This design comes from an exercise in tuning for small area, a short achievable clock period and few clock cycles per item on the open sky130 flow, not from production work. In this exercise RTL edits were held to simulation tests only and were not proved equivalent to the original. No activity file was given, so power comes from the tool's default toggle rates.

==> inputs of run a <==
Design idior_fec_rx, start of the top module:
module idior_fec_rx (
  input  wire        clk,
  input  wire        rst,           
  input  wire        in_valid,
  output wire        in_ready,
  input  wire [63:0] in_data,       
  output wire        out_valid,
  input  wire        out_ready,
  output reg  [63:0] out_data,      
  output wire        out_last,
  output reg  [1:0]  out_fix_even,  
  output reg         out_bad_even,  
  output reg  [1:0]  out_fix_odd,
  output reg         out_bad_odd,
  output reg         out_crc_ok
);
export LEC_CHECK = 0
export CAP_MARGIN = 20
export CORE_MARGIN = 2
export CORE_UTILIZATION = 50
export SLEW_MARGIN = 20
create_clock -name core_clock -period 12.0 [get_ports {clk}]
standard.sh (not shown) runs the stock make flow with config.mk's settings and CLKGATE_MAP_FILE= SYNTH_SCRIPT=/design/flow/synth_recipe.tcl, a recipe that flattens the netlist after the stock synthesis.
==> flow/flow/run.sh <==
#!/bin/bash
# The standard layout (the standard.sh, unchanged synthesis), with the
# timing repair steps asked to leave a setup margin: the design is still laid
# out and signed off at the design's clock period, but the repair keeps
# improving the critical paths beyond what that period alone requires.
set -euo pipefail
export SETUP_SLACK_MARGIN=8.3
bash standard.sh finish > standard_flow.log 2>&1
==> inputs of run b, as changes to run a <==
--- a/flow/design.v
+++ b/flow/design.v
@@ -3320,11 +3320,11 @@
   reg  [4:0]  cnt;          
   reg         full;         
   reg         nempty;       
   reg  [NSLOT-1:0] wsel;    
   reg  [NSLOT-1:0] rsel;    
-  wire in_fire  = in_valid && in_rdy;
+  wire in_fire  = in_valid && !full;    
   wire in_last  = (in_cnt == 5'd16);
   wire wr_en    = in_fire && !in_last;
   wire launch   = in_fire && in_last;
   assign in_ready = in_rdy;
   reg         ov;           
@@ -3342,20 +3342,20 @@
   wire up   = wr_en && !rd_en;
   wire down = rd_en && !wr_en;
   wire [4:0] cnt_p1 = cnt + 5'd1;
   wire [4:0] cnt_m1 = cnt - 5'd1;
   wire [4:0] cnt_n  = up ? cnt_p1 : down ? cnt_m1 : cnt;
-  wire       full_n = up ? (cnt == NSLOT - 1) : down ? 1'b0 : full;
+  wire       full_n = up ? (cnt == NSLOT - 1) : down ? 1'b0 : (cnt == NSLOT);
   wire       nemp_n = up ? 1'b1 : down ? (cnt != 5'd1) : nempty;
   assign out_valid = ov;
   assign out_last  = olast;
   always @(posedge clk) begin
     if (rst) begin
       in_cnt   <= 5'd0;
       in_rdy   <= 1'b0;
       cnt      <= 5'd0;
-      full     <= 1'b0;
+      full     <= 1'b1;
       nempty   <= 1'b0;
       wsel     <= {{(NSLOT-1){1'b0}}, 1'b1};
       rsel     <= {{(NSLOT-1){1'b0}}, 1'b1};
       ov       <= 1'b0;
       olast    <= 1'b0;
@@ -3509,20 +3509,27 @@
       crc <= 32'hffffffff;
     else if (cv)
       crc <= lastp ? 32'hffffffff : crc_n;
   end
   always @(posedge clk) begin
-    if (lastp)
-      out_crc_ok <= (crc_n == CRC_RESIDUE);
-  end
-  always @(posedge clk) begin
-    if (mv) begin
-      out_data <= cdata;
-      if (ok == 4'd15) begin
-        out_fix_even <= e_fix;
-        out_bad_even <= e_bad;
-        out_fix_odd  <= o_fix;
-        out_bad_odd  <= o_bad;
+    if (rst) begin
+      out_data     <= 64'd0;
+      out_crc_ok   <= 1'b0;
+      out_fix_even <= 2'd0;
+      out_bad_even <= 1'b0;
+      out_fix_odd  <= 2'd0;
+      out_bad_odd  <= 1'b0;
+    end else begin
+      if (lastp)
+        out_crc_ok <= (crc_n == CRC_RESIDUE);
+      if (mv) begin
+        out_data <= cdata;
+        if (ok == 4'd15) begin
+          out_fix_even <= e_fix;
+          out_bad_even <= e_bad;
+          out_fix_odd  <= o_fix;
+          out_bad_odd  <= o_bad;
+        end
       end
     end
   end
 endmodule
==> flow/flow/run.sh (replaced) <==
#!/bin/bash
# The standard layout (the standard.sh, unchanged synthesis), with the
# timing repair steps asked to leave a setup margin: the design is still laid
# out and signed off at the design's clock period, but the repair keeps
# improving the critical paths beyond what that period alone requires.
set -euo pipefail
export SETUP_SLACK_MARGIN=8.7
bash standard.sh finish > standard_flow.log 2>&1
- CORE_UTILIZATION: 50 -> 65
- CTS_CLUSTER_DIAMETER: unset -> 66
- CTS_CLUSTER_SIZE: unset -> 32
==> run notes <==
quantity                                                                     run a           run b
Power of the combinational group                                           16.5 mW         17.7 mW
Number of non-filler instances in the completed layout                       11300           10900
Fraction of final layout cells sized beyond drive strength 1                 13.2%           16.0%
Worst Hold End                                                       u_dec.c_s0[4]   u_dec.c_s0[6]
Max Clock Freq                                                           0.254 GHz       0.266 GHz
Internal power of the cells                                                19.3 mW         18.1 mW
Drt via density                                                               6.33            7.05
Share of power burned in combinational logic                                 51.4%           56.6%
Synth top area share                                                         52.2%           49.7%
Number of nets produced by synthesis                                          8393            8640
Run status                                                          finished clean  finished clean
Final #Nets                                                                   8544            8837
Clock latency of the later-clocked register in the worst-skew pair         0.86 ns         0.80 ns
Routed wire length on met2                                          158000 microns  157000 microns
Fraction of area in non-clock buffers                                        4.12%           6.40%
Half-perimeter wire length after detailed placement                 211000 microns  208000 microns
Testbench counts of run a, summed over its fixed seeds: cycles 6,720, items 384.
Testbench counts of run b, summed over its fixed seeds: cycles 6,720, items 384.

static timing again, ports no longer ideal:
The flow's constraints put no driver on any port. The routed layouts listed below were extracted and timed again, unchanged, in two steps. Step 1 sets driving cells, clkbuf_16 on the clock port and buf_2 on the other inputs (assumed; they add their load-dependent delay and slew). Step 2 adds t to the input delays and takes it off the output delays; t is the mean of the earliest and latest rising clock arrival at the registers after step 1. Input paths then give back, and output paths get back, about the clock's delay inside the block. Three values: ideal ports, drivers, drivers and shift; two values: the first two.
| run | t (ns) | setup slack, ns | latest minus earliest clock arrival (ns) |
|---|---|---|---|
| run a | 0.917 | 8.059 / 7.970 / 7.323 | 0.068 / 0.068 |
| run b | 0.848 | 8.238 / 8.146 / 7.672 | 0.092 / 0.092 |
After both steps setup and hold are still met in every run listed. The setup slack of run a, which loses most, moves by -0.089 ns with the drivers and by -0.736 ns with both steps.
